Context: an optimization exercise on an open-source flow, tuned for small area, a short achievable clock period and few clock cycles. The choices shown serve that exercise and are no tape-out recipe.
RTL that was checked went through simulation tests only; none was proved equivalent to the original.
Power figures rest on the tool's default switching activity, not on a simulated workload.

Design polder_lanes, start of the top module:
module polder_lanes (
    input  wire         clk,
    input  wire         rst,           
    input  wire         in_valid,
    output wire         in_ready,
    input  wire         in_mode,       
    input  wire         in_last,       
    input  wire [31:0]  in_row,        
    input  wire [63:0]  in_col,        
    input  wire [1:0]   in_row_pres,
    input  wire [3:0]   in_col_pres,
    output wire         sh_valid,
    input  wire         sh_release,
    input  wire [2:0]   rd_lane,       
    output wire [33:0]  rd_re,
    output wire [33:0]  rd_im
);
    localparam ROWS = 2;
    localparam COLS = 4;
    localparam LANES = ROWS * COLS;
    function [15:0] unpack;   
        input [15:0] s;
        input        mode;
        begin
            if (mode)
                unpack = s;
            else
                unpack = {{4{s[3]}}, s[3:0], {4{s[7]}}, s[7:4]};
        end
    endfunction
    reg sh_full;    
    reg q_last;     
    reg clr;        
    reg ld;         
    reg clr2;       
    reg ld2;
    wire busy = sh_full | q_last | ld | ld2;
    assign in_ready = ~(in_last & busy);
    assign sh_valid = sh_full;
    wire fire = in_valid & in_ready & ~rst;
    reg [15:0] q_row [0:ROWS-1];
    reg [15:0] q_col [0:COLS-1];
    genvar r, c;
    generate
        for (r = 0; r < ROWS; r = r + 1) begin : g_in_row
            always @(posedge clk)
                q_row[r] <= (fire & in_row_pres[r]) ? unpack(in_row[16*r +: 16], in_mode) : 16'd0;
        end
        for (c = 0; c < COLS; c = c + 1) begin : g_in_col
            always @(posedge clk)
  ...
Settings: LEC_CHECK=0, CAP_MARGIN=20, CORE_MARGIN=2, CORE_UTILIZATION=50, CTS_BUF_LIST=sky130_fd_sc_hd__clkbuf_8 sky130_fd_sc_hd__clkbuf_16, CTS_CLUSTER_DIAMETER=100, CTS_CLUSTER_SIZE=30, PLACE_DENSITY=0.5, SLEW_MARGIN=20, SYNTH_HIERARCHICAL=1; clock period 12.5 ns.
standard.sh (not shown) runs the stock make flow with config.mk's settings and CLKGATE_MAP_FILE= SYNTH_SCRIPT=/design/flow/synth_recipe.tcl, a recipe that flattens the netlist after the stock synthesis.
==> flow/flow/run.sh <==
#!/bin/bash
set -e
export SETUP_SLACK_MARGIN=5.9
bash standard.sh MATCH_CELL_FOOTPRINT=0 "BUFFER_PORTS_ARGS=-buffer_cell sky130_fd_sc_hd__buf_2" finish > standard.log 2>&1
Testbench counts at the start, summed over its fixed seeds: cycles 9,418.
==> next run, changes <==
==> flow/flow/run.sh (replaced) <==
#!/bin/bash
set -e
export SETUP_SLACK_MARGIN=6.2
bash standard.sh MATCH_CELL_FOOTPRINT=0 "BUFFER_PORTS_ARGS=-buffer_cell sky130_fd_sc_hd__buf_2" finish > standard.log 2>&1
Settings changed: CORE_UTILIZATION 50 to 40, PLACE_DENSITY 0.5 to 0.45.
The changed run finished clean.
Die area grows by 25%.
Fmax grows by 2.0%.
Count of clock-buffer cells in the layout grows by 22.
Register-to-register slack improves by 0.37 ns.
Critical path depth is unchanged.
Worst setup slack improves by 0.13 ns.
Sequential power shrinks by about 0.7%.
Sequential cell count is unchanged.
Routed wire length grows by 5.2%.

polder_lanes, a different RTL version from the one above (not shown whole).
Size in the first run: roughly 11000 cells after synthesis, roughly 1200 flip-flops, about 180 I/O pins, about 110000 sq um of cells after synthesis.
make LEC_CHECK=0 CAP_MARGIN=20 CORE_MARGIN=2 CORE_UTILIZATION=40 SETUP_SLACK_MARGIN=5 SLEW_MARGIN=20 SYNTH_HIERARCHICAL=1 finish   # period 12.5 ns
run.sh (not shown) runs the stock make flow with config.mk's settings and CLKGATE_MAP_FILE= SYNTH_SCRIPT=/design/flow/synth_recipe.tcl, a recipe that flattens the netlist after the stock synthesis.
Stock flow here: none of the scripts above is used.
==> next run, changes <==
==> flow/flow/run.sh (new file) <==
#!/bin/bash
set -e
export SETUP_SLACK_MARGIN=6.0
bash standard.sh > standard.log 2>&1
==> flow/standard.sh (new file) <==
#!/bin/bash
# synth_recipe.tcl (not shown) runs the flow's synth.tcl, then flattens the netlist and writes it again
# the make line also repeats each setting of config.mk as NAME=value (left out here)
make -C /OpenROAD-flow-scripts/flow DESIGN_CONFIG=/design/flow/config.mk WORK_HOME=/design/flow/orfs CLKGATE_MAP_FILE= SYNTH_SCRIPT=/design/flow/synth_recipe.tcl "${@:-finish}"
SETUP_SLACK_MARGIN = default   (was 5)
removed: flow/run.sh
Global-route usage came out higher by 1.1 points.
Synthesized area does not change.
Critical path depth stays the same.
Clock power came out higher by 7.4%.
Setup slack improves by 0.34 ns.
Maximum frequency came out higher by 4.7%.
Flip-flop and latch count does not change.
Utilization came out higher by 0.85 points.
Via count came out higher by 1.1%.
Die area does not change.
First-iteration DRC count came out higher by 9.4%.
No functional check of the RTL was part of any run of this note.

run A:
Another version of the RTL of polder_lanes (not shown whole).
Size in the first run: roughly 11000 cells after synthesis, about 1300 flip-flops, about 180 I/O pins, about 110000 µm² of cells after synthesis.
// polder_lanes
module polder_lanes (
    input  wire         clk,
    input  wire         rst,           
    input  wire         in_valid,
    output wire         in_ready,
    input  wire         in_mode,       
    input  wire         in_last,       
    input  wire [31:0]  in_row,        
    input  wire [63:0]  in_col,        
    input  wire [1:0]   in_row_pres,
    input  wire [3:0]   in_col_pres,
    output wire         sh_valid,
    input  wire         sh_release,
    input  wire [2:0]   rd_lane,       
    output wire [33:0]  rd_re,
    output wire [33:0]  rd_im
);
    localparam ROWS = 2;
    localparam COLS = 4;
    localparam LANES = ROWS * COLS;
    function [15:0] unpack;   
        input [15:0] s;
        input        mode;
        begin
            if (mode)
                unpack = s;
            else
                unpack = {{4{s[3]}}, s[3:0], {4{s[7]}}, s[7:4]};
        end
    endfunction
    reg sh_full;    
    reg q_last;     
    reg clr;        
    reg ld;         
    reg clr2;       
    reg ld2;
    wire busy = sh_full | q_last | ld | ld2;
    assign in_ready = ~(in_last & busy);
  ...
clock: 12.5 ns
lec_check: 0
abc_area: 1
cap_margin: 20
core_margin: 2
core_utilization: 40
cts_buf_list: sky130_fd_sc_hd__clkbuf_8 sky130_fd_sc_hd__clkbuf_16
cts_cluster_diameter: 100
cts_cluster_size: 30
place_density: 0.45
slew_margin: 20
synth_hierarchical: 1
standard.sh (not shown) runs the stock make flow with config.mk's settings and CLKGATE_MAP_FILE= SYNTH_SCRIPT=/design/flow/synth_recipe.tcl, a recipe that flattens the netlist after the stock synthesis.
==> flow/flow/run.sh <==
#!/bin/bash
set -e
export SETUP_SLACK_MARGIN=6.2
bash standard.sh MATCH_CELL_FOOTPRINT=0 "BUFFER_PORTS_ARGS=-buffer_cell sky130_fd_sc_hd__buf_2" finish > standard.log 2>&1
Run A has completed all stages; timing, DRC and antenna checks passed.
Testbench counts of run A, summed over its fixed seeds: cycles 9,418.
Inputs modified between run A and run B:
==> flow/flow/run.sh <==
#!/bin/bash
set -e
export SETUP_SLACK_MARGIN=6.3
bash standard.sh MATCH_CELL_FOOTPRINT=0 "BUFFER_PORTS_ARGS=-buffer_cell sky130_fd_sc_hd__buf_2" finish > standard.log 2>&1
--- a/flow/config.mk
+++ b/flow/config.mk
@@ -7,10 +7,9 @@
 export LEC_CHECK = 0
-export ABC_AREA = 1
 export CAP_MARGIN = 20
 export CORE_MARGIN = 2
-export CORE_UTILIZATION = 40
+export CORE_UTILIZATION = 55
 export CTS_BUF_LIST = sky130_fd_sc_hd__clkbuf_8 sky130_fd_sc_hd__clkbuf_16
-export CTS_CLUSTER_DIAMETER = 100
-export CTS_CLUSTER_SIZE = 30
-export PLACE_DENSITY = 0.45
+export CTS_CLUSTER_DIAMETER = 80
+export CTS_CLUSTER_SIZE = 20
+export PLACE_DENSITY = 0.58
 export SLEW_MARGIN = 20
Notes after the runs:
In the metrics for run A and run B, the one carrying the lower overall power is run B. Compared with run A, in run B worst slew slack as a fraction of its limit down 3.7 points, clock buffer count went up 23, number of core rows saw a decrease. Higher routed length on met3 was reported by run B, not run A. Run comparison: run A most frequent standard cell in the layout excluding fill and tap cells sky130_fd_sc_hd__nand2_1; run B most frequent standard cell in the layout excluding fill and tap cells sky130_fd_sc_hd__fa_1.
> inputs changed (run B -> run C)
--- a/flow/config.mk
+++ b/flow/config.mk
@@ -9,3 +9,3 @@
 export CORE_MARGIN = 2
-export CORE_UTILIZATION = 55
+export CORE_UTILIZATION = 40
 export CTS_BUF_LIST = sky130_fd_sc_hd__clkbuf_8 sky130_fd_sc_hd__clkbuf_16
@@ -13,3 +13,3 @@
 export CTS_CLUSTER_SIZE = 20
-export PLACE_DENSITY = 0.58
+export PLACE_DENSITY = 0.45
 export SLEW_MARGIN = 20
--- outcome ---
Compared with run B, run C shows a clock group share of total power that is 0.9 points higher.
Run C against run B: routability congestion estimate from global placement down 3.1%; share of the core filled with cells down 16 points; power up about 1.4%; worst slew slack as a fraction of its limit up 0.59 points.
Run B -> run C: met3 wirelength from detailed routing decreased by more than a quarter
Compared with run B, horizontal die dimension in run C increased by more than 10%.
> inputs changed (run C -> run D)
==> flow/flow/run.sh <==
#!/bin/bash
set -e
export SETUP_SLACK_MARGIN=6.2
bash standard.sh MATCH_CELL_FOOTPRINT=0 "BUFFER_PORTS_ARGS=-buffer_cell sky130_fd_sc_hd__buf_2" finish > standard.log 2>&1
--- a/flow/config.mk
+++ b/flow/config.mk
@@ -11,4 +11,4 @@
 export CTS_BUF_LIST = sky130_fd_sc_hd__clkbuf_8 sky130_fd_sc_hd__clkbuf_16
-export CTS_CLUSTER_DIAMETER = 80
-export CTS_CLUSTER_SIZE = 20
+export CTS_CLUSTER_DIAMETER = 100
+export CTS_CLUSTER_SIZE = 30
 export PLACE_DENSITY = 0.45
Results
Compared with run C, run D shows a non-clock buffer count in the final layout that is 5 lower. Reported for run C and run D, number of nets with antenna violations after routing turned out identical to the last digit. Aggregate global-route resource usage: run C vs run D — no meaningful difference. Worst hold slack after final layout delta (run C -> run D): insignificant. Between run C and run D, the difference in post-route fraction of the period consumed by the critical path is negligible. Run C -> run D: via count flat. Final routed wirelength across all metal layers, run C and run D: higher on run C. Total power in run D vs run C: down about 1.2%. Met1 usage in global routing essentially unchanged between run D and run C.

static timing again, ports no longer ideal:
The flow's constraints put no driver on any port. The routed layouts listed below were extracted and timed again, unchanged, in two steps.
Step 1, drivers: a clkbuf_16 drives clk and a buf_2 each remaining input, both assumed.
Step 2 also shifts input and output timing later by t, the mid clock arrival at the registers, as if the neighbouring blocks saw the same clock.
Three values: ideal, step 1, step 2; two values: the first two.
run	shift t [ns]	setup WS [ns]	worst setup path after step 2	latest minus earliest clock arrival (ns)
the first run of note 1	0.853	5.787 / 5.454 / 5.454	input to output	0.060 / 0.060
the second run of note 1	0.893	5.921 / 5.510 / 5.510	input to output	0.083 / 0.083
the first run of note 2	0.941	4.845 / 4.510 / 4.510	input to output	0.053 / 0.053
the second run of note 2	0.951	5.186 / 4.853 / 4.853	input to output	0.070 / 0.071
run A	0.861	6.217 / 5.700 / 5.700	input to output	0.082 / 0.083
run B	0.881	6.089 / 5.418 / 5.418	input to output	0.054 / 0.054
run C	0.914	5.984 / 5.660 / 5.660	input to output	0.049 / 0.049
run D	0.873	5.973 / 5.729 / 5.729	input to output	0.057 / 0.057
After both steps every run listed still meets setup and hold. The setup slack of run B, which loses most, moves by -0.671 ns with the drivers and by -0.671 ns with both steps.
